This is an optimization exercise on Yosys and OpenROAD, whose aim is small area, a short achievable clock period and few clock cycles, not a production implementation. No functional check of the RTL was part of any run shown here. Power is estimated from default activity; no workload was simulated.

--- flow/run.sh ---
#!/bin/bash
# synth_recipe.tcl (not shown) runs the flow's synth.tcl, then flattens the netlist and writes it again
# the make line also repeats each setting of config.mk as NAME=value (left out here)
make -C /OpenROAD-flow-scripts/flow DESIGN_CONFIG=/design/flow/config.mk WORK_HOME=/design/flow/orfs CLKGATE_MAP_FILE= SYNTH_SCRIPT=/design/flow/synth_recipe.tcl finish
--- flow/config.mk ---
export PLATFORM = sky130hd
export DESIGN_NAME = cmd_rx_check
export DESIGN_NICKNAME = cmd_rx_check
export VERILOG_FILES = /design/flow/design.v
export SDC_FILE = /design/flow/constraint.sdc
export NUM_CORES = 4
export LEC_CHECK = 0
export CAP_MARGIN = 20
export CORE_MARGIN = 2
export CORE_UTILIZATION = 40
export PLACE_DENSITY = 0.6
export SLEW_MARGIN = 20
--- flow/constraint.sdc ---
create_clock -name core_clock -period 11.0 [get_ports {clk}]
set_input_delay 2.2000 -clock core_clock [delete_from_list [all_inputs] [get_ports {clk}]]
set_output_delay 2.2000 -clock core_clock [all_outputs]
set_load 0.01 [all_outputs]
--- flow/design.v ---
module cmd_rx_check (
    input  wire         clk,
    input  wire         rst,           
    input  wire         in_valid,
    output wire         in_ready,
    input  wire [63:0]  in_data,
    input  wire         in_last,
    input  wire [3:0]   in_nbytes,     
    output reg          out_valid,
    output wire [2:0]   out_kind,
    output wire [7:0]   out_status,
    output wire [127:0] out_hdr
);
    localparam [2:0] K_ACCEPT     = 3'd0;
    localparam [2:0] K_RETRANSMIT = 3'd1;
    localparam [2:0] K_REPLY      = 3'd2;
    localparam [2:0] K_EVENT      = 3'd3;
    localparam [2:0] K_DISCARD    = 3'd4;
    localparam [2:0] K_DROP       = 3'd5;
    assign in_ready = 1'b1;
    function [31:0] residue(input [3:0] n);
        case (n)
            4'd1:    residue = 32'h552E4907;
            4'd2:    residue = 32'h1C220F94;
            4'd3:    residue = 32'h441A975C;
            4'd4:    residue = 32'h73D74D75;
            4'd5:    residue = 32'h44C19592;
            4'd6:    residue = 32'hA8D58375;
            4'd7:    residue = 32'hBA8D89CA;
            default: residue = 32'hB798B438;
        endcase
    endfunction
    reg         r_v;
    reg         r_last;
    reg [3:0]   r_n;
    reg [63:0]  r_d;
    integer k;
    reg [63:0] in_mask;
    always @(*) begin
        for (k = 0; k < 8; k = k + 1)
            in_mask[8*k +: 8] = (!in_last || k < in_nbytes) ? 8'hFF : 8'h00;
    end
    always @(posedge clk) begin
        if (rst)
            r_v <= 1'b0;
        else
            r_v <= in_valid;
    end
    always @(posedge clk) begin
        r_last <= in_last;
        r_n    <= in_nbytes;
        r_d    <= in_data & in_mask;
    end
    reg [31:0]  crc;           
    reg [9:0]   bidx;          
    reg [127:0] hdr;           
    wire [31:0] crc_e;
    crc32c_step u_crc (.d(r_d), .s(crc), .k(r_last ? residue(r_n) : 32'd0),
                       .e(crc_e));
    wire crc_ok = (crc_e == 32'd0);
    wire b0   = (bidx == 10'd0);
    wire b1   = (bidx == 10'd1);
    wire last = r_v && r_last;
    always @(posedge clk) begin
        if (rst) begin
            crc  <= 32'hFFFFFFFF;
            bidx <= 10'd0;
        end else if (r_v) begin
            if (r_last) begin
                crc  <= 32'hFFFFFFFF;
                bidx <= 10'd0;
            end else begin
                crc  <= crc_e;
                if (!(bidx[9] && bidx[1]))
                    bidx <= bidx + 10'd1;
            end
        end
    end
    wire [7:0]  h_version = hdr[7:0];
    wire [15:0] h_seq     = hdr[31:16];
    wire [15:0] h_length  = hdr[47:32];
    wire [7:0]  h_flags   = hdr[55:48];
    wire        h_posted  = h_flags[1];
    wire [15:0] len19   = h_length + 16'd19;       
    wire [2:0]  nm1     = r_n[2:0] - 3'd1;
    wire        len_ok  = (h_length <= 16'd4080) &&
                          ({6'd0, bidx} == {3'd0, len19[15:3]}) &&
                          (nm1 == len19[2:0]);
    wire        short   = (bidx < 10'd2) || (bidx == 10'd2 && r_n < 4'd4);
    wire        long    = bidx[9] && (bidx[1] || bidx[0] || r_n > 4'd4);
    wire        drop    = short || long;
    wire        badver  = (h_version != 8'h02);
    reg         have_expected;
    reg [15:0]  expected;
    reg [5:0]   count;         
    reg [31:0]  posted_tab;    
    wire [15:0] back       = expected - h_seq;
    wire        seq_exp    = !have_expected || (back == 16'd0);
    wire        in_history = (back[15:6] == 10'd0) && (back[5:0] <= count);
    wire        hist_post  = posted_tab[h_seq[4:0]];
    reg [2:0] kind_g;                 
    reg       st1_g, st0_g, st3_g, reply_g;
    always @(*) begin
        st1_g = 1'b0; st0_g = 1'b0; st3_g = 1'b0; reply_g = 1'b0;
        if (drop) begin
            kind_g = K_DROP;
        end else if (!len_ok) begin
            kind_g = K_REPLY; st1_g = 1'b1; reply_g = 1'b1;
        end else if (badver) begin
            kind_g = K_REPLY; st1_g = 1'b1; st0_g = 1'b1; reply_g = 1'b1;
        end else if (seq_exp) begin
            kind_g = K_ACCEPT;
        end else if (in_history) begin
            kind_g = hist_post ? K_DISCARD : K_RETRANSMIT;
        end else begin
            kind_g = h_posted ? K_EVENT : K_REPLY; st3_g = 1'b1; reply_g = 1'b1;
        end
    end
    wire [2:0] kind = crc_ok ? kind_g : (drop ? K_DROP : K_REPLY);
    wire       st1  = crc_ok ? st1_g : !drop;
    wire       st0  = crc_ok && st0_g;
    wire       st3  = crc_ok && st3_g;
    wire       reply_now = last && (crc_ok ? reply_g : !drop);
    wire       pexp_now  = last && st3;    
    reg [2:0] v_kind;
    reg       v_st1, v_st0, v_st3;    
    always @(posedge clk) begin
        if (rst)
            out_valid <= 1'b0;
        else
            out_valid <= last;
    end
    always @(posedge clk) begin
        v_kind <= kind;
        v_st1  <= st1;
        v_st0  <= st0;
        v_st3  <= st3;
    end
    wire cap_lo = r_v && b0;
    wire cap_hi = r_v && (b0 || b1);
    wire [63:0] beat_hi = b1 ? r_d : 64'd0;
    always @(posedge clk) begin
        if (reply_now) begin
            hdr[7:0]   <= 8'h02;
            hdr[47:32] <= 16'd0;
            hdr[49]    <= 1'b0;
            hdr[55:52] <= 4'b0100;
            hdr[63:56] <= {4'd0, st3, 1'b0, st1, st0};
        end else if (cap_lo) begin
            hdr[7:0]   <= r_d[7:0];
            hdr[47:32] <= r_d[47:32];
            hdr[49]    <= r_d[49];
            hdr[55:52] <= r_d[55:52];
            hdr[63:56] <= r_d[63:56];
        end
        if (cap_lo) begin
            hdr[31:8]  <= r_d[31:8];
            hdr[48]    <= r_d[48];
            hdr[51:50] <= r_d[51:50];
        end
        if (cap_hi)
            hdr[95:64] <= beat_hi[31:0];
        if (pexp_now)
            hdr[127:96] <= {16'd0, expected};
        else if (cap_hi)
            hdr[127:96] <= beat_hi[63:32];
    end
    wire accept = out_valid && (v_kind == K_ACCEPT);
    always @(posedge clk) begin
        if (rst) begin
            have_expected <= 1'b0;
            expected      <= 16'd0;
            count         <= 6'd0;
        end else if (accept) begin
            have_expected <= 1'b1;
            expected      <= h_seq + 16'd1;
            if (!count[5])
                count <= count + 6'd1;
        end
    end
    always @(posedge clk) begin
        if (accept)
            posted_tab[h_seq[4:0]] <= h_posted;
    end
    assign out_kind   = v_kind;
    assign out_status = {4'd0, v_st3, 1'b0, v_st1, v_st0};
    assign out_hdr    = hdr;
endmodule
module crc32c_step (
    input  wire [63:0] d,
    input  wire [31:0] s,
    input  wire [31:0] k,
    output wire [31:0] e
);
    wire t128 = d[18] ^ s[18];
    wire t129 = d[12] ^ s[12];
    wire t130 = d[15] ^ s[15];
    wire t131 = d[11] ^ s[11];
    wire t132 = d[13] ^ s[13];
    wire t133 = d[14] ^ s[14];
    wire t134 = d[0] ^ s[0];
    wire t135 = d[29] ^ s[29];
    wire t136 = d[1] ^ s[1];
    wire t137 = d[31] ^ s[31];
    wire t138 = d[16] ^ s[16];
    wire t139 = d[30] ^ s[30];
    wire t140 = d[25] ^ s[25];
    wire t141 = d[10] ^ s[10];
    wire t142 = d[23] ^ s[23];
    wire t143 = d[24] ^ s[24];
    wire t144 = d[32] ^ d[55];
    wire t145 = d[27] ^ s[27];
    wire t146 = d[28] ^ s[28];
    wire t147 = d[26] ^ s[26];
    wire t148 = d[21] ^ s[21];
    wire t149 = d[22] ^ s[22];
    wire t150 = d[17] ^ s[17];
    wire t151 = d[38] ^ d[47];
    wire t152 = t128 ^ t133;
    wire t153 = d[2] ^ s[2];
    wire t154 = d[3] ^ s[3];
    wire t155 = d[4] ^ s[4];
    wire t156 = d[34] ^ d[57];
    wire t157 = d[33] ^ d[52];
    wire t158 = t129 ^ t139;
    wire t159 = t131 ^ t134;
    wire t160 = d[53] ^ d[54];
    wire t161 = d[36] ^ d[45];
    wire t162 = d[42] ^ d[58];
    wire t163 = d[60] ^ t132;
    wire t164 = t137 ^ t140;
    wire t165 = d[62] ^ t130;
    wire t166 = t135 ^ t142;
    wire t167 = d[59] ^ t136;
    wire t168 = d[9] ^ s[9];
    wire t169 = d[5] ^ s[5];
    wire t170 = d[35] ^ d[49];
    wire t171 = d[37] ^ d[46];
    wire t172 = d[8] ^ s[8];
    wire t173 = d[19] ^ s[19];
    wire t174 = d[7] ^ s[7];
    wire t175 = d[20] ^ s[20];
    wire t176 = d[39] ^ d[48];
    wire t177 = d[6] ^ s[6];
    wire t178 = t138 ^ t146;
    wire t179 = d[43] ^ t143;
    wire t180 = t144 ^ t147;
    wire t181 = t145 ^ t155;
    wire t182 = d[41] ^ t151;
    wire t183 = d[61] ^ t153;
    wire t184 = d[63] ^ t149;
    wire t185 = d[40] ^ t174;
    wire t186 = t141 ^ t148;
    wire t187 = d[44] ^ d[50];
    wire t188 = t154 ^ t162;
    wire t189 = t150 ^ t157;
    wire t190 = t158 ^ t179;
    wire t191 = t173 ^ t175;
    wire t192 = t176 ^ t177;
    wire t193 = t159 ^ t166;
    wire t194 = t161 ^ t168;
    wire t195 = t156 ^ t170;
    wire t196 = d[51] ^ t171;
    wire t197 = t152 ^ t183;
    wire t198 = t164 ^ t172;
    wire t199 = t165 ^ t180;
    wire t200 = t178 ^ t182;
    wire t201 = d[35] ^ d[56];
    wire t202 = t132 ^ t160;
    wire t203 = t169 ^ t187;
    wire t204 = t167 ^ t184;
    wire t205 = t181 ^ t186;
    wire t206 = d[56] ^ t163;
    wire t207 = t152 ^ t192;
    wire t208 = d[44] ^ d[61];
    wire t209 = d[58] ^ t156;
    wire t210 = d[50] ^ t137;
    wire t211 = t131 ^ t185;
    wire t212 = d[42] ^ t189;
    wire t213 = t191 ^ t194;
    wire t214 = t135 ^ t200;
    wire t215 = d[43] ^ d[55];
    wire t216 = d[40] ^ d[63];
    wire t217 = d[49] ^ d[62];
    wire t218 = d[54] ^ d[57];
    wire t219 = d[34] ^ d[51];
    wire t220 = t160 ^ t201;
    wire t221 = d[41] ^ t170;
    wire t222 = d[55] ^ t160;
    wire t223 = t134 ^ t155;
    wire t224 = t149 ^ t169;
    wire t225 = d[60] ^ t151;
    wire t226 = t145 ^ t171;
    wire t227 = t128 ^ t161;
    wire t228 = d[39] ^ t143;
    wire t229 = d[59] ^ t172;
    wire t230 = d[53] ^ t150;
    wire t231 = t138 ^ t148;
    wire t232 = t163 ^ t184;
    wire t233 = t203 ^ t228;
    wire t234 = t167 ^ t188;
    wire t235 = t130 ^ t196;
    wire t236 = t157 ^ t202;
    wire t237 = d[52] ^ t164;
    wire t238 = t190 ^ t197;
    wire t239 = d[33] ^ d[63];
    wire t240 = d[37] ^ d[44];
    wire t241 = d[45] ^ d[51];
    wire t242 = d[41] ^ d[57];
    wire t243 = d[38] ^ d[55];
    wire t244 = d[46] ^ d[50];
    wire t245 = t141 ^ t161;
    wire t246 = d[36] ^ t133;
    wire t247 = t136 ^ t140;
    wire t248 = d[48] ^ t146;
    wire t249 = d[37] ^ t208;
    wire t250 = t139 ^ t144;
    wire t251 = t129 ^ t175;
    wire t252 = t150 ^ t154;
    wire t253 = t156 ^ t239;
    wire t254 = d[56] ^ t171;
    wire t255 = t168 ^ t173;
    wire t256 = t141 ^ t244;
    wire t257 = t147 ^ t148;
    wire t258 = t150 ^ t162;
    wire t259 = t149 ^ t168;
    wire t260 = t177 ^ t241;
    wire t261 = t128 ^ t215;
    wire t262 = t177 ^ t219;
    wire t263 = t151 ^ t201;
    wire t264 = t133 ^ t187;
    wire t265 = t147 ^ t179;
    wire t266 = t138 ^ t159;
    wire t267 = t152 ^ t186;
    wire t268 = t178 ^ t194;
    wire t269 = t158 ^ t195;
    wire t270 = t196 ^ t250;
    wire t271 = d[51] ^ t223;
    wire t272 = t154 ^ t229;
    wire t273 = t220 ^ t247;
    wire t274 = t186 ^ t189;
    wire t275 = t188 ^ t222;
    wire t276 = t163 ^ t231;
    wire t277 = t209 ^ t261;
    wire t278 = d[60] ^ t159;
    wire t279 = t163 ^ t166;
    wire t280 = t180 ^ t258;
    wire t281 = t210 ^ t221;
    wire t282 = t166 ^ t256;
    wire t283 = t182 ^ t257;
    wire t284 = t152 ^ t164;
    wire t285 = d[47] ^ t180;
    wire t286 = t165 ^ t183;
    wire t287 = t167 ^ t227;
    wire t288 = t195 ^ t203;
    wire t289 = t165 ^ t169;
    wire t290 = t181 ^ t255;
    wire t291 = t165 ^ t253;
    wire t292 = t225 ^ t249;
    wire t293 = t199 ^ t205;
    wire t294 = t207 ^ t269;
    wire t295 = t230 ^ t234;
    wire t296 = t213 ^ t283;
    wire t297 = t211 ^ t236;
    wire t298 = t198 ^ t265;
    wire t299 = t205 ^ t235;
    wire t300 = t198 ^ t204;
    wire t301 = t193 ^ t212;
    wire t302 = t190 ^ t288;
    wire t303 = t198 ^ t264;
    wire t304 = t193 ^ t292;
    wire t305 = t199 ^ t266;
    wire t306 = t190 ^ t279;
    wire o0_0 = d[36] ^ d[59];
    wire o0_1 = o0_0 ^ t153;
    wire o0_2 = t173 ^ t176;
    wire o0_3 = k[0] ^ o0_1;
    wire o0_4 = o0_2 ^ t159;
    wire o0_5 = t224 ^ t226;
    wire o0_6 = o0_3 ^ o0_4;
    wire o0_7 = o0_5 ^ t206;
    wire o0_8 = t274 ^ t277;
    wire o0_9 = o0_6 ^ o0_7;
    wire o0_10 = o0_8 ^ t214;
    wire o0_11 = o0_10 ^ o0_9;
    assign e[0] = o0_11;
    wire o1_0 = d[40] ^ d[56];
    wire o1_1 = o1_0 ^ t146;
    wire o1_2 = t149 ^ k[1];
    wire o1_3 = o1_1 ^ t191;
    wire o1_4 = o1_2 ^ o1_3;
    wire o1_5 = o1_4 ^ t294;
    wire o1_6 = t295 ^ t304;
    wire o1_7 = o1_5 ^ o1_6;
    assign e[1] = o1_7;
    wire o2_0 = d[38] ^ d[58];
    wire o2_1 = o2_0 ^ t148;
    wire o2_2 = t176 ^ t218;
    wire o2_3 = k[2] ^ o2_1;
    wire o2_4 = o2_2 ^ t185;
    wire o2_5 = t191 ^ t223;
    wire o2_6 = o2_3 ^ o2_4;
    wire o2_7 = o2_5 ^ t281;
    wire o2_8 = t286 ^ t287;
    wire o2_9 = o2_6 ^ o2_7;
    wire o2_10 = o2_8 ^ t306;
    wire o2_11 = o2_10 ^ o2_9;
    assign e[2] = o2_11;
    wire o3_0 = d[40] ^ d[41];
    wire o3_1 = o3_0 ^ t217;
    wire o3_2 = k[3] ^ o3_1;
    wire o3_3 = t183 ^ t188;
    wire o3_4 = t191 ^ t246;
    wire o3_5 = o3_2 ^ o3_3;
    wire o3_6 = o3_4 ^ t233;
    wire o3_7 = t270 ^ t276;
    wire o3_8 = o3_5 ^ o3_6;
    wire o3_9 = o3_7 ^ t300;
    wire o3_10 = o3_8 ^ o3_9;
    assign e[3] = o3_10;
    wire o4_0 = d[51] ^ d[61];
    wire o4_1 = o4_0 ^ t131;
    wire o4_2 = t132 ^ t156;
    wire o4_3 = t169 ^ t216;
    wire o4_4 = k[4] ^ o4_1;
    wire o4_5 = o4_2 ^ o4_3;
    wire o4_6 = t164 ^ t178;
    wire o4_7 = t181 ^ t188;
    wire o4_8 = o4_4 ^ o4_5;
    wire o4_9 = o4_6 ^ o4_7;
    wire o4_10 = t199 ^ t207;
    wire o4_11 = t213 ^ t282;
    wire o4_12 = o4_10 ^ o4_11;
    wire o4_13 = o4_8 ^ o4_9;
    wire o4_14 = o4_12 ^ o4_13;
    assign e[4] = o4_14;
    wire o5_0 = d[36] ^ d[38];
    wire o5_1 = o5_0 ^ t143;
    wire o5_2 = t153 ^ t175;
    wire o5_3 = k[5] ^ o5_1;
    wire o5_4 = o5_2 ^ t185;
    wire o5_5 = o5_3 ^ o5_4;
    wire o5_6 = t199 ^ t232;
    wire o5_7 = t271 ^ o5_5;
    wire o5_8 = o5_6 ^ t294;
    wire o5_9 = o5_7 ^ o5_8;
    assign e[5] = o5_9;
    wire o6_0 = t130 ^ t215;
    wire o6_1 = k[6] ^ o6_0;
    wire o6_2 = t195 ^ t225;
    wire o6_3 = t248 ^ t252;
    wire o6_4 = o6_1 ^ o6_2;
    wire o6_5 = o6_3 ^ t197;
    wire o6_6 = t211 ^ t282;
    wire o6_7 = o6_4 ^ o6_5;
    wire o6_8 = o6_6 ^ t300;
    wire o6_9 = o6_7 ^ o6_8;
    assign e[6] = o6_9;
    wire o7_0 = d[38] ^ d[61];
    wire o7_1 = o7_0 ^ t132;
    wire o7_2 = t142 ^ t146;
    wire o7_3 = k[7] ^ o7_1;
    wire o7_4 = o7_2 ^ t189;
    wire o7_5 = t196 ^ t259;
    wire o7_6 = o7_3 ^ o7_4;
    wire o7_7 = o7_5 ^ t272;
    wire o7_8 = o7_6 ^ o7_7;
    wire o7_9 = t293 ^ t302;
    wire o7_10 = o7_8 ^ o7_9;
    assign e[7] = o7_10;
    wire o8_0 = d[53] ^ d[58];
    wire o8_1 = d[62] ^ o8_0;
    wire o8_2 = t141 ^ t157;
    wire o8_3 = k[8] ^ o8_1;
    wire o8_4 = o8_2 ^ t181;
    wire o8_5 = t262 ^ t263;
    wire o8_6 = o8_3 ^ o8_4;
    wire o8_7 = o8_5 ^ t193;
    wire o8_8 = t232 ^ t233;
    wire o8_9 = t268 ^ t284;
    wire o8_10 = o8_6 ^ o8_7;
    wire o8_11 = o8_8 ^ o8_9;
    wire o8_12 = o8_10 ^ o8_11;
    assign e[8] = o8_12;
    wire o9_0 = d[33] ^ d[58];
    wire o9_1 = o9_0 ^ t130;
    wire o9_2 = t142 ^ t145;
    wire o9_3 = k[9] ^ o9_1;
    wire o9_4 = o9_2 ^ t180;
    wire o9_5 = t182 ^ t185;
    wire o9_6 = t231 ^ t260;
    wire o9_7 = o9_3 ^ o9_4;
    wire o9_8 = o9_5 ^ o9_6;
    wire o9_9 = t232 ^ t273;
    wire o9_10 = o9_7 ^ o9_8;
    wire o9_11 = o9_9 ^ t238;
    wire o9_12 = o9_10 ^ o9_11;
    assign e[9] = o9_12;
    wire o10_0 = d[54] ^ t174;
    wire o10_1 = k[10] ^ o10_0;
    wire o10_2 = t188 ^ o10_1;
    wire o10_3 = t267 ^ t289;
    wire o10_4 = o10_2 ^ o10_3;
    wire o10_5 = t298 ^ t304;
    wire o10_6 = o10_4 ^ o10_5;
    assign e[10] = o10_6;
    wire o11_0 = d[38] ^ d[45];
    wire o11_1 = o11_0 ^ t140;
    wire o11_2 = t172 ^ t208;
    wire o11_3 = k[11] ^ o11_1;
    wire o11_4 = o11_2 ^ t192;
    wire o11_5 = o11_3 ^ o11_4;
    wire o11_6 = t190 ^ t204;
    wire o11_7 = t290 ^ o11_5;
    wire o11_8 = o11_6 ^ t305;
    wire o11_9 = o11_7 ^ o11_8;
    assign e[11] = o11_9;
    wire o12_0 = d[48] ^ t129;
    wire o12_1 = t217 ^ t240;
    wire o12_2 = k[12] ^ o12_0;
    wire o12_3 = o12_1 ^ t185;
    wire o12_4 = o12_2 ^ o12_3;
    wire o12_5 = t193 ^ t204;
    wire o12_6 = t237 ^ t277;
    wire o12_7 = o12_4 ^ o12_5;
    wire o12_8 = o12_6 ^ t296;
    wire o12_9 = o12_7 ^ o12_8;
    assign e[12] = o12_9;
    wire o13_0 = d[53] ^ d[63];
    wire o13_1 = o13_0 ^ t136;
    wire o13_2 = t172 ^ t175;
    wire o13_3 = k[13] ^ o13_1;
    wire o13_4 = o13_2 ^ t178;
    wire o13_5 = t227 ^ o13_3;
    wire o13_6 = o13_4 ^ t285;
    wire o13_7 = o13_5 ^ o13_6;
    wire o13_8 = t301 ^ t302;
    wire o13_9 = o13_7 ^ o13_8;
    assign e[13] = o13_9;
    wire o14_0 = d[35] ^ d[57];
    wire o14_1 = o14_0 ^ t141;
    wire o14_2 = k[14] ^ o14_1;
    wire o14_3 = t158 ^ t167;
    wire o14_4 = t222 ^ t259;
    wire o14_5 = t260 ^ o14_2;
    wire o14_6 = o14_3 ^ o14_4;
    wire o14_7 = t200 ^ t233;
    wire o14_8 = t237 ^ t278;
    wire o14_9 = o14_5 ^ o14_6;
    wire o14_10 = o14_7 ^ o14_8;
    wire o14_11 = o14_10 ^ o14_9;
    assign e[14] = o14_11;
    wire o15_0 = d[46] ^ d[51];
    wire o15_1 = o15_0 ^ t129;
    wire o15_2 = t136 ^ t160;
    wire o15_3 = k[15] ^ o15_1;
    wire o15_4 = o15_2 ^ t166;
    wire o15_5 = t183 ^ t192;
    wire o15_6 = t245 ^ o15_3;
    wire o15_7 = o15_4 ^ o15_5;
    wire o15_8 = t206 ^ t211;
    wire o15_9 = t237 ^ t280;
    wire o15_10 = o15_6 ^ o15_7;
    wire o15_11 = o15_8 ^ o15_9;
    wire o15_12 = o15_10 ^ o15_11;
    assign e[15] = o15_12;
    wire o16_0 = d[56] ^ t217;
    wire o16_1 = t242 ^ k[16];
    wire o16_2 = o16_0 ^ t226;
    wire o16_3 = o16_1 ^ o16_2;
    wire o16_4 = t272 ^ t285;
    wire o16_5 = o16_3 ^ o16_4;
    wire o16_6 = t238 ^ t297;
    wire o16_7 = o16_5 ^ o16_6;
    assign e[16] = o16_7;
    wire o17_0 = t129 ^ k[17];
    wire o17_1 = t182 ^ t248;
    wire o17_2 = o17_0 ^ o17_1;
    wire o17_3 = t206 ^ t275;
    wire o17_4 = t290 ^ t291;
    wire o17_5 = o17_2 ^ o17_3;
    wire o17_6 = o17_4 ^ t303;
    wire o17_7 = o17_5 ^ o17_6;
    assign e[17] = o17_7;
    wire o18_0 = d[32] ^ d[54];
    wire o18_1 = o18_0 ^ t170;
    wire o18_2 = k[18] ^ o18_1;
    wire o18_3 = t181 ^ t184;
    wire o18_4 = o18_2 ^ o18_3;
    wire o18_5 = t197 ^ t212;
    wire o18_6 = t235 ^ t278;
    wire o18_7 = o18_4 ^ o18_5;
    wire o18_8 = o18_6 ^ t296;
    wire o18_9 = o18_7 ^ o18_8;
    assign e[18] = o18_9;
    wire o19_0 = d[50] ^ t242;
    wire o19_1 = k[19] ^ o19_0;
    wire o19_2 = t251 ^ o19_1;
    wire o19_3 = t193 ^ t206;
    wire o19_4 = t286 ^ o19_2;
    wire o19_5 = o19_3 ^ t295;
    wire o19_6 = o19_4 ^ o19_5;
    assign e[19] = o19_6;
    wire o20_0 = d[62] ^ d[63];
    wire o20_1 = o20_0 ^ t218;
    wire o20_2 = k[20] ^ o20_1;
    wire o20_3 = o20_2 ^ t234;
    wire o20_4 = t271 ^ t276;
    wire o20_5 = o20_3 ^ o20_4;
    wire o20_6 = t238 ^ o20_5;
    assign e[20] = o20_6;
    wire o21_0 = d[36] ^ t136;
    wire o21_1 = t154 ^ t176;
    wire o21_2 = t208 ^ k[21];
    wire o21_3 = o21_0 ^ o21_1;
    wire o21_4 = t159 ^ t254;
    wire o21_5 = o21_2 ^ o21_3;
    wire o21_6 = o21_4 ^ t205;
    wire o21_7 = t284 ^ t291;
    wire o21_8 = o21_5 ^ o21_6;
    wire o21_9 = o21_7 ^ t214;
    wire o21_10 = o21_8 ^ o21_9;
    assign e[21] = o21_10;
    wire o22_0 = d[42] ^ d[43];
    wire o22_1 = d[46] ^ o22_0;
    wire o22_2 = t157 ^ t216;
    wire o22_3 = k[22] ^ o22_1;
    wire o22_4 = o22_2 ^ t158;
    wire o22_5 = t221 ^ o22_3;
    wire o22_6 = o22_4 ^ t206;
    wire o22_7 = t287 ^ o22_5;
    wire o22_8 = o22_6 ^ t293;
    wire o22_9 = o22_7 ^ o22_8;
    assign e[22] = o22_9;
    wire o23_0 = d[52] ^ d[59];
    wire o23_1 = d[61] ^ d[63];
    wire o23_2 = o23_0 ^ o23_1;
    wire o23_3 = t135 ^ t137;
    wire o23_4 = t162 ^ t176;
    wire o23_5 = t187 ^ t243;
    wire o23_6 = k[23] ^ o23_2;
    wire o23_7 = o23_3 ^ o23_4;
    wire o23_8 = o23_5 ^ t230;
    wire o23_9 = o23_6 ^ o23_7;
    wire o23_10 = o23_8 ^ t267;
    wire o23_11 = o23_10 ^ o23_9;
    assign e[23] = o23_11;
    wire o24_0 = d[40] ^ d[48];
    wire o24_1 = d[49] ^ o24_0;
    wire o24_2 = t134 ^ t145;
    wire o24_3 = t153 ^ t161;
    wire o24_4 = k[24] ^ o24_1;
    wire o24_5 = o24_2 ^ o24_3;
    wire o24_6 = t202 ^ t209;
    wire o24_7 = o24_4 ^ o24_5;
    wire o24_8 = o24_6 ^ t270;
    wire o24_9 = t274 ^ t289;
    wire o24_10 = o24_7 ^ o24_8;
    wire o24_11 = o24_9 ^ t214;
    wire o24_12 = o24_10 ^ o24_11;
    assign e[24] = o24_12;
    wire o25_0 = d[34] ^ t131;
    wire o25_1 = t139 ^ t170;
    wire o25_2 = k[25] ^ o25_0;
    wire o25_3 = o25_1 ^ t189;
    wire o25_4 = t210 ^ t254;
    wire o25_5 = o25_2 ^ o25_3;
    wire o25_6 = o25_4 ^ t204;
    wire o25_7 = t207 ^ t275;
    wire o25_8 = o25_5 ^ o25_6;
    wire o25_9 = o25_7 ^ t214;
    wire o25_10 = o25_8 ^ o25_9;
    assign e[25] = o25_10;
    wire o26_0 = d[32] ^ t142;
    wire o26_1 = t162 ^ k[26];
    wire o26_2 = o26_0 ^ t158;
    wire o26_3 = t178 ^ t224;
    wire o26_4 = o26_1 ^ o26_2;
    wire o26_5 = o26_3 ^ t281;
    wire o26_6 = o26_4 ^ o26_5;
    wire o26_7 = t297 ^ t299;
    wire o26_8 = o26_6 ^ o26_7;
    assign e[26] = o26_8;
    wire o27_0 = t129 ^ t144;
    wire o27_1 = k[27] ^ o27_0;
    wire o27_2 = t179 ^ t202;
    wire o27_3 = t210 ^ t224;
    wire o27_4 = t229 ^ t246;
    wire o27_5 = t262 ^ o27_1;
    wire o27_6 = o27_2 ^ o27_3;
    wire o27_7 = o27_4 ^ t200;
    wire o27_8 = o27_5 ^ o27_6;
    wire o27_9 = o27_7 ^ t301;
    wire o27_10 = o27_8 ^ o27_9;
    assign e[27] = o27_10;
    wire o28_0 = t130 ^ t144;
    wire o28_1 = t168 ^ t174;
    wire o28_2 = t219 ^ t240;
    wire o28_3 = k[28] ^ o28_0;
    wire o28_4 = o28_1 ^ o28_2;
    wire o28_5 = o28_3 ^ o28_4;
    wire o28_6 = t207 ^ t212;
    wire o28_7 = t273 ^ o28_5;
    wire o28_8 = o28_6 ^ t306;
    wire o28_9 = o28_7 ^ o28_8;
    assign e[28] = o28_9;
    wire o29_0 = d[44] ^ d[56];
    wire o29_1 = o29_0 ^ t130;
    wire o29_2 = t138 ^ t139;
    wire o29_3 = t173 ^ t243;
    wire o29_4 = k[29] ^ o29_1;
    wire o29_5 = o29_2 ^ o29_3;
    wire o29_6 = t185 ^ t195;
    wire o29_7 = t245 ^ o29_4;
    wire o29_8 = o29_5 ^ o29_6;
    wire o29_9 = t197 ^ t236;
    wire o29_10 = o29_7 ^ o29_8;
    wire o29_11 = o29_9 ^ t298;
    wire o29_12 = o29_10 ^ o29_11;
    assign e[29] = o29_12;
    wire o30_0 = d[39] ^ d[41];
    wire o30_1 = o30_0 ^ k[30];
    wire o30_2 = t209 ^ t220;
    wire o30_3 = t226 ^ t252;
    wire o30_4 = o30_1 ^ o30_2;
    wire o30_5 = o30_3 ^ t213;
    wire o30_6 = o30_4 ^ o30_5;
    wire o30_7 = t303 ^ t305;
    wire o30_8 = o30_6 ^ o30_7;
    assign e[30] = o30_8;
    wire o31_0 = d[33] ^ t128;
    wire o31_1 = t216 ^ t218;
    wire o31_2 = k[31] ^ o31_0;
    wire o31_3 = o31_1 ^ t167;
    wire o31_4 = t251 ^ t263;
    wire o31_5 = o31_2 ^ o31_3;
    wire o31_6 = o31_4 ^ t268;
    wire o31_7 = t280 ^ o31_5;
    wire o31_8 = o31_6 ^ t299;
    wire o31_9 = o31_7 ^ o31_8;
    assign e[31] = o31_9;
endmodule
==> results of run 1 <==
-- report_power, final --
| group | leakage [nW] | switching [mW] | internal, mW |
|---|---|---|---|
| clock network | 0.610 | 0.506 | 0.726 |
| logic | 5.93 | 2.34 | 2.22 |
| registers | 2.63 | 0.114 | 1.25 |
| total | 9.17 | 2.96 | 4.19 |
-- area by class of cell --
type | instances | area (um2) | share of cell area
repair buffers | 236 | 2310 | 0.101
clock inverters | 19 | 163 | 0.00713
multi-input cells | 1355 | 11200 | 0.491
flip-flops and latches | 302 | 7150 | 0.313
clock buffers | 49 | 1050 | 0.0462
well taps | 607 | 759 | 0.0333
inverters | 50 | 188 | 0.00822
-- per-stage QoR --
| step | util | instance area (um2) | hold WS, ns | setup WS [ns] |
|---|---|---|---|---|
| 2_1_floorplan | - | 19000 | 0.406 | 6.40 |
| 3_3_place_gp | 0.461 | 21600 | 0.446 | 4.75 |
| 3_5_place_dp | 0.462 | 21600 | 0.450 | 4.67 |
| 4_1_cts | 0.488 | 22800 | 0.459 | 4.63 |
| 5_1_grt | 0.488 | 22800 | 0.473 | 4.42 |
| 6_report | 0.488 | 22800 | 0.457 | 4.55 |
-- Yosys cell counts (all sizes together), types with 12 or more instances --
cell type,n,area (um2)
xnor2,278,2650
xor2,81,724
clkbuf,78,294
nor2,76,285
xnor3,99,2230
ha,37,463
mux2i,21,210
nor3,17,85.1
a21oi,84,420
nand2,228,856
a211oi,18,135
dfxtp,192,3840
o21a,12,90.1
buf,38,226
edfxtp,110,3300
and2,43,269
nand4,14,93.8
nand3,33,165
a22o,25,219
and3,40,250
nor2b,32,200
inv,47,176
o21ai,61,305
-- state kept, by name, indices dropped and copies added, names as in the netlist, 3 cells and up --
signal      count
r_d            64
hdr           128
posted_tab     32
count           6
v_kind          3
expected       16
r_n             4
crc            32
bidx           10
-- worst max path at each step --
| stage | endpoint | depth (start not counted) |
|---|---|---|
| 6_report | hdr[106] | 10 |
| 5_1_grt | hdr[106] | 10 |
| 4_1_cts | hdr[106] | 10 |
| 3_5_place_dp | hdr[107] | 10 |
| 3_3_place_gp | hdr[107] | 10 |
| 2_1_floorplan | hdr[100] | 14 |
-- cell families (layout without fill, tap and decap cells) --
| kind of cell | Yosys count | after routing |
|---|---|---|
| AOI/OAI and AO/OA | 262 | 262 |
| xor gates and xnor gates | 466 | 466 |
| adders and majority gates | 38 | 38 |
| buffers and inverters | 166 | 354 |
| DFF | 302 | 302 |
| muxes | 40 | 40 |
| other | 2 | 6 |
| and+or+nand+nor | 543 | 543 |
-- worst min-delay path, stage by stage (launching register included) --
cell and delay [ns]:
dfxtp_1 0.31, nand2_1 0.05, a21oi_1 0.05
-- per-layer routing --
metal | routed length, um | GRT usage | up-vias
met4 | 2830 | 0.107 | 0
met1 | 31100 | 0.391 | 7153
met2 | 31600 | 0.446 | 608
li1 | - | - | 6565
met5 | 0 | 0 | -
met3 | 4760 | 0.0474 | 122
==> impl_metrics.py, run 1 <==
metrics = {
    "run_status": {
        "status": "complete, no violations",
    },
    "routing": {
        "drt_first_pass_iters": 5,
        "drtAntennaViolNets": 0,
        "avgRoutedWirePerCell_um": 26.9,
        "post-route-drc-count": 0,
        "vias": 14448,
        "route.detailed.vias_per_inst": 5.52,
        "drt-initial-drc-count": 1520,
        "finalWirelength_mm": 70.3,
    },
    "worst_setup_path": {
        "crit_path_top_delay_cell": "or4_1",
        "critical-path-top-delay-family": "simple AND/OR/NAND/NOR gates",
        "ff_to_ff_setup_slack_ns": 4.55,
        "critical-path-top-cell-by-count": "xnor3_1",
        "critical_path.cell_chain": "xor3_2, xnor3_2, xnor2_4, xnor3_1, xnor3_1, o2111ai_1, nor4b_2, nand4_2, or4_1, nand2_1",
        "r2r-start": "r_d[43]",
        "critical_path_endpoint_category": "flop",
        "worstPathBufferInverterCount": 0,
        "cpPeakStageDelay_ns": 1.04,
        "reg2reg_to": "hdr[106]",
        "start_kind": "flop",
        "timing.reg2reg.worst_path_depth": 10,
        "worstSetupStartpoint": "r_d[43]",
        "path_class": "reg2reg",
        "worst_path_arrival_ns": 6.63,
        "data_required_time_of_the_worst_path_ns": 11.18,
        "crit_fanout": 17,
    },
    "layout": {
        "finalNetCount": 2092,
        "layout.cells.non_filler": 2618,
        "mostFrequentLayoutCells": "251 x xnor2_1, 228 x nand2_1, 206 x clkdlybuf4s50_1",
        "syn2layout_area_growth_pct": 20.2,
        "final_layout_size_suffix_gt1_frac": 0.0825,
        "mostFrequentLayoutCell": "xnor2_1",
        "num-fill-cells": 4290,
        "antennaDiodeCount": 0,
    },
    "hold_path": {
        "worstHoldPathType": "reg2reg",
        "holdPathStages": 2,
        "worst_hold_path.endpoint": "hdr[116]",
        "min_from": "hdr[116]",
    },
    "power": {
        "report.power.total_mw": 7.15,
        "power_per_cell_area_nw_per_um2": 313,
        "total_leakage_power_nw": 9.17,
        "ir_drop_worst_case_vdd_v": 0.000261,
    },
    "timing": {
        "finalCritPeriodShare": 0.586,
        "timing_worst_slew_pin_value_ns": 1.11,
        "slew_headroom": 0.252,
        "fin_tns_setup_ns": 0,
        "finalHoldViolations": 0,
        "final.min_clock_period_ns": 6.45,
        "finalClockSkew_ns": 0.0241,
        "rsz0062_at_grt": "false",
        "final_setup_viols": 0,
        "fmax_mhz": 155,
        "final_max_slew_viol_count": 0,
    },
    "place": {
        "place_congestion": 1.03,
        "port-buffer-count": 206,
        "post-place-cells": 2549,
        "placed_wire_length_estimate_mm": 53.9,
    },
    "synthesis": {
        "synth.distinct_cells": 81,
        "ys_warn_count": 1,
        "synth_top_family_by_area": "XOR/XNOR gates",
        "synth.cell_area_um2": 19000,
        "async_flop_share": 0,
        "synth_compound_gate_area_share": 0.0875,
        "synth_mux_area_frac": 0.0283,
        "ys_seq_elements": 302,
        "synthFlopType": "dfxtp_1",
        "netlist_instances": 1819,
        "synth_simple_gate_area_share": 0.140,
        "mean_instance_size_in_the_synthesized_netlist_um2": 10.4,
        "arithmetic_cell_share_of_the_synthesized_area_counting_full_adders_half_adders_and_majority_gates": 0.0254,
        "yosysSeqAreaShare": 0.376,
        "synth-xor-area-share": 0.305,
        "synth_edf_count": 110,
    },
    "floorplanning": {
        "die-area_um2": 49200,
        "chipWidth_um": 222,
        "initial_utilization": 0.406,
        "fp-row-count": 79,
        "core_area_um2": 46800,
        "top_level_ports": 213,
        "fp.dieH_um": 222,
    },
    "clocking": {
        "post_cts.repair.setup_buffers": 0,
        "clk_latency_ns": 0.56,
        "cts.htree.levels": 2,
        "clock_sink_count": 302,
        "cells_resized_by_post_cts_repair": 0,
        "post_cts_hold_buffer_count": 0,
        "tritoncts": "yes",
        "path_clk_slew_ns": 0.06,
        "clock_tree_root_driver_cell": "clkbuf_16",
        "cts_inserted_buffers": 37,
        "clockBufferDepth": 3,
    },
    "global_route": {
        "grt_first_pass_wirelength_mm": 101,
        "grt_util_all_layers": 0.283,
        "antenna_found_initial": 2,
        "gr-total-overflow": 0,
        "grt_start_max_net_pins": 71,
        "via_count_of_the_first_global_routing_pass": 14197,
    },
    "run": {
        "drv_cap": 0,
    },
}
==> inputs of run 2 (changes only) <==
==> flow/flow/run.sh (new file) <==
#!/bin/bash
set -euo pipefail
MARGIN=$(cat flow/margin.txt)
bash standard.sh synth > synth.log 2>&1
bash standard.sh SETUP_SLACK_MARGIN=$MARGIN \
    "BUFFER_PORTS_ARGS=-buffer_cell sky130_fd_sc_hd__buf_2" finish > layout.log 2>&1
==> flow/flow/margin.txt (new file) <==
7
==> flow/standard.sh (new file) <==
#!/bin/bash
# synth_recipe.tcl (not shown) runs the flow's synth.tcl, then flattens the netlist and writes it again
# the make line also repeats each setting of config.mk as NAME=value (left out here)
make -C /OpenROAD-flow-scripts/flow DESIGN_CONFIG=/design/flow/config.mk WORK_HOME=/design/flow/orfs CLKGATE_MAP_FILE= SYNTH_SCRIPT=/design/flow/synth_recipe.tcl "${@:-finish}"
removed: flow/run.sh
==> run 2 against run 1 <==
  * Core utilization is 3.1 points higher
  * Highest routed layer unchanged
  * Power grew 10%
  * Cell count rose by 3.8%
  * Maximum frequency is 56% higher
  * Register-to-register slack better by 2.3 ns
  * Largest cell class unchanged
  * Die area unchanged
  * Wire length increased by 0.68%
  * First-iteration DRC count shrank 6.8%
  * Clock-buffer cell count grew 1
  * Worst hold slack got worse by 0.0037 ns
  * Still clean
  * Non-clock buffer count up 100
  * Setup slack improved by 2.3 ns
==> impl_metrics.py, run 2 <==
metrics = {
    "power": {
        "intPower_mw": 4.72,
        "power_per_cell_area_nw_per_um2": 325,
        "net-switching-power_mw": 3.18,
        "ir_drop_worst_case_vdd_v": 0.000246,
        "power.sequential.fraction": 0.176,
        "power.share.combinational": 0.672,
        "total_leakage_power_nw": 10.3,
        "power.switching_fraction": 0.402,
        "clockPowerShare": 0.152,
    },
    "layout": {
        "finalNetCount": 2192,
        "mostFrequentLayoutCell": "nand2_1",
        "largest_register_ff_count": 128,
        "final_core_utilization": 0.520,
        "num-fill-cells": 4185,
        "syn2layout_area_growth_pct": 27.9,
        "regMostFlops": "hdr",
        "top_regs": "hdr: 128 flops, r_d: 64 flops",
        "final_design_area_no_fill_um2": 24300,
        "final_layout_size_suffix_gt1_frac": 0.310,
        "mostFrequentLayoutCells": "225 x nand2_1, 206 x buf_2, 191 x xnor2_1",
        "layout.cells.non_filler": 2718,
    },
    "floorplanning": {
        "initial_utilization": 0.406,
        "die-area_um2": 49200,
        "fp-row-count": 79,
        "core_area_um2": 46800,
        "chipWidth_um": 222,
        "top_level_ports": 213,
        "fp.dieH_um": 222,
    },
    "clocking": {
        "cts_inserted_buffers": 36,
        "clock_sink_count": 302,
        "cts.htree.levels": 2,
        "clockBufferDepth": 3,
        "post_cts_hold_buffer_count": 0,
        "tritoncts": "yes",
        "clock_tree_root_driver_cell": "clkbuf_16",
        "clk_latency_ns": 0.57,
        "path_clk_slew_ns": 0.06,
    },
    "worst_setup_path": {
        "crit_fanout": 8,
        "worst_path_arrival_ns": 4.40,
        "data_required_time_of_the_worst_path_ns": 11.28,
        "start_kind": "flop",
        "critical_path_endpoint_category": "flop",
        "path_class": "reg2reg",
    },
    "timing": {
        "rsz0062_at_grt": "true",
        "slew_headroom": 0.295,
        "final.min_clock_period_ns": 4.12,
        "finalClockSkew_ns": 0.0362,
        "final_max_slew_viol_count": 0,
        "finalCritPeriodShare": 0.375,
        "holdWs_ns": 0.453,
        "fmax_mhz": 242,
        "timing_worst_slew_pin_value_ns": 1.06,
        "fin_tns_setup_ns": 0,
        "final_setup_viols": 0,
        "finalHoldViolations": 0,
    },
    "synthesis": {
        "synth.distinct_cells": 81,
        "yosysSeqAreaShare": 0.376,
        "post_synth_most_frequent_cells": "253 x xnor2_1, 228 x nand2_1, 192 x dfxtp_1",
        "synthFlopType": "dfxtp_1",
        "async_flop_share": 0,
        "ys_warn_count": 1,
        "netlist_instances": 1819,
        "synth_edf_count": 110,
        "mean_instance_size_in_the_synthesized_netlist_um2": 10.4,
        "synth.cell_area_um2": 19000,
        "synth_top_cell_by_area": "dfxtp_1",
        "yosys-top-cells-area": "dfxtp_1 20%, edfxtp_1 17%, xnor2_1 12%, xnor3_1 11%, nand2_1 4.5%",
        "yosysMostFrequentCell": "xnor2_1",
        "ys_seq_elements": 302,
        "synthDominantCellAreaShare": 0.202,
    },
    "routing": {
        "drt_first_pass_iters": 5,
        "finalWirelength_mm": 70.8,
        "avgRoutedWirePerCell_um": 26.0,
        "drtAntennaViolNets": 0,
        "vias": 15095,
        "post-route-drc-count": 0,
        "drt-initial-drc-count": 1417,
        "route.detailed.vias_per_inst": 5.55,
    },
    "global_route": {
        "antenna_found_initial": 0,
        "grt_start_max_net_pins": 71,
        "grt_util_all_layers": 0.284,
        "grt_first_pass_wirelength_mm": 102,
        "gr-total-overflow": 0,
        "via_count_of_the_first_global_routing_pass": 14651,
    },
    "place": {
        "place_congestion": 1.06,
        "placedInstanceArea_um2": 20500,
        "placed_wire_length_estimate_mm": 52.7,
        "port-buffer-count": 206,
        "post-place-cells": 2541,
    },
    "hold_path": {
        "worstHoldPathType": "reg2reg",
    },
    "run": {
        "drv_cap": 0,
    },
    "run_status": {
        "status": "complete, no violations",
    },
}
==> run 2: cell types whose count changed in the layout (fill, tap and decap cells not counted), sizes merged, moves of 2 or more <==
cell           before  now
clkbuf             49   51
inv                52   49
clkinvlp            1    5
clkinv             14   10
buf                30  334
clkdlybuf4s50     206    0
==> run 2: routing by layer <==
layer | global-route usage | up-vias | share of wire
li1 | - | 6794 | -
met1 | 0.387 | 7469 | 0.42
met2 | 0.446 | 680 | 0.45
met3 | 0.0455 | 152 | 0.080
met4 | 0.126 | 0 | 0.050
met5 | 0 | - | 0
==> run 2: worst paths after layout <==
path | startpoint | endpoint | cells past startpoint | slack [ns]
max | crc[25] | hdr[111] | 11 | 6.88
min reg2reg | hdr[121] | hdr[121] | 2 | 0.45
min | hdr[121] | hdr[121] | 2 | 0.45
max reg2reg | crc[25] | hdr[111] | 11 | 6.88
==> run 2: per-stage QoR <==
step	total power [mW]	worst slack, ns
6_report	7.90	6.88
4_1_cts	7.63	6.96
3_3_place_gp	5.76	5.34
3_5_place_dp	5.70	5.57
5_1_grt	8.14	6.83
2_1_floorplan	4.51	7.01
==> run 2: cell type report <==
cell class                 instances  area [um2]  share of cell area
timing repair buffer             336        2230              0.0920
antenna                            1        2.50            0.000103
clock inverter                    16         154             0.00633
multi-input combinational       1356       12700               0.521
inverter                          50         193             0.00793
sequential                       302        7270               0.299
clock buffer                      50        1030              0.0422
tap                              607         759              0.0313
==> run 2: repair_timing <==
action / 4_1_cts / 5_1_grt
resized for setup: 238 / 53
buffers inserted: 80 / 27
hold endpoints to repair: 0 / 0
pin swaps: 55 / 23
cloned: 2 / 1
endpoints found under the setup margin: 94 / 61
==> run 2: critical path, stage by stage, from the launching register on <==
cell	delay (ns)
dfxtp_1	0.36
xnor2_4	0.34
xor3_2	0.50
xnor3_2	0.44
xnor3_1	0.26
xnor3_1	0.33
nand3_1	0.14
nor4_4	0.35
nand4_4	0.22
or4_4	0.60
buf_12	0.18
nand2_8	0.10
==> run 2: cell families after synthesis <==
kind of cell | after synthesis | share of synthesized area
adders and majority gates | 38 | 0.0254
xor gates and xnor gates | 466 | 0.305
other | 2 | 0.000395
muxes | 40 | 0.0283
and+or+nand+nor | 543 | 0.140
buffers and inverters | 166 | 0.0373
AOI/OAI and AO/OA | 262 | 0.0875
DFF | 302 | 0.376
==> run 2: power groups by stage <==
| stage | Clock [mW] | Sequential (mW) | Combinational (mW) |
|---|---|---|---|
| global placement | 0 | 1.39 | 4.38 |
| CTS | 1.22 | 1.39 | 5.02 |
| finish | 1.20 | 1.39 | 5.30 |
| floorplan | 0 | 1.34 | 3.17 |
| detailed placement | 0 | 1.39 | 4.31 |
| global route | 1.26 | 1.40 | 5.47 |

[what the ideal ports hide]
The results above use ideal ports. As a check the final layouts listed here were re-extracted and re-timed, cells and wires unchanged.
Step 1 sets driving cells, clkbuf_16 on the clock port and buf_2 on the other inputs (assumed; they add their load-dependent delay and slew).
Step 2 adds t to the input delays and takes it off the output delays; t is the mean of the earliest and latest rising clock arrival at the registers after step 1. Input paths then give back, and output paths get back, about the clock's delay inside the block.
Slacks: ideal / step 1 / step 2; pairs: ideal / step 1.
run	t (ns)	setup WS [ns]	hold slack, ns	worst data-port slew with drivers (ns)
run 1	0.604	4.551 / 4.551 / 4.551	0.457 / 0.457 / 0.457	0.06
run 2	0.615	6.875 / 6.875 / 6.549	0.453 / 0.453 / 0.453	0.06
After both steps setup and hold are still met in every run listed. The setup slack of run 2, which loses most, moves by 0.000 ns with the drivers and by -0.326 ns with both steps.
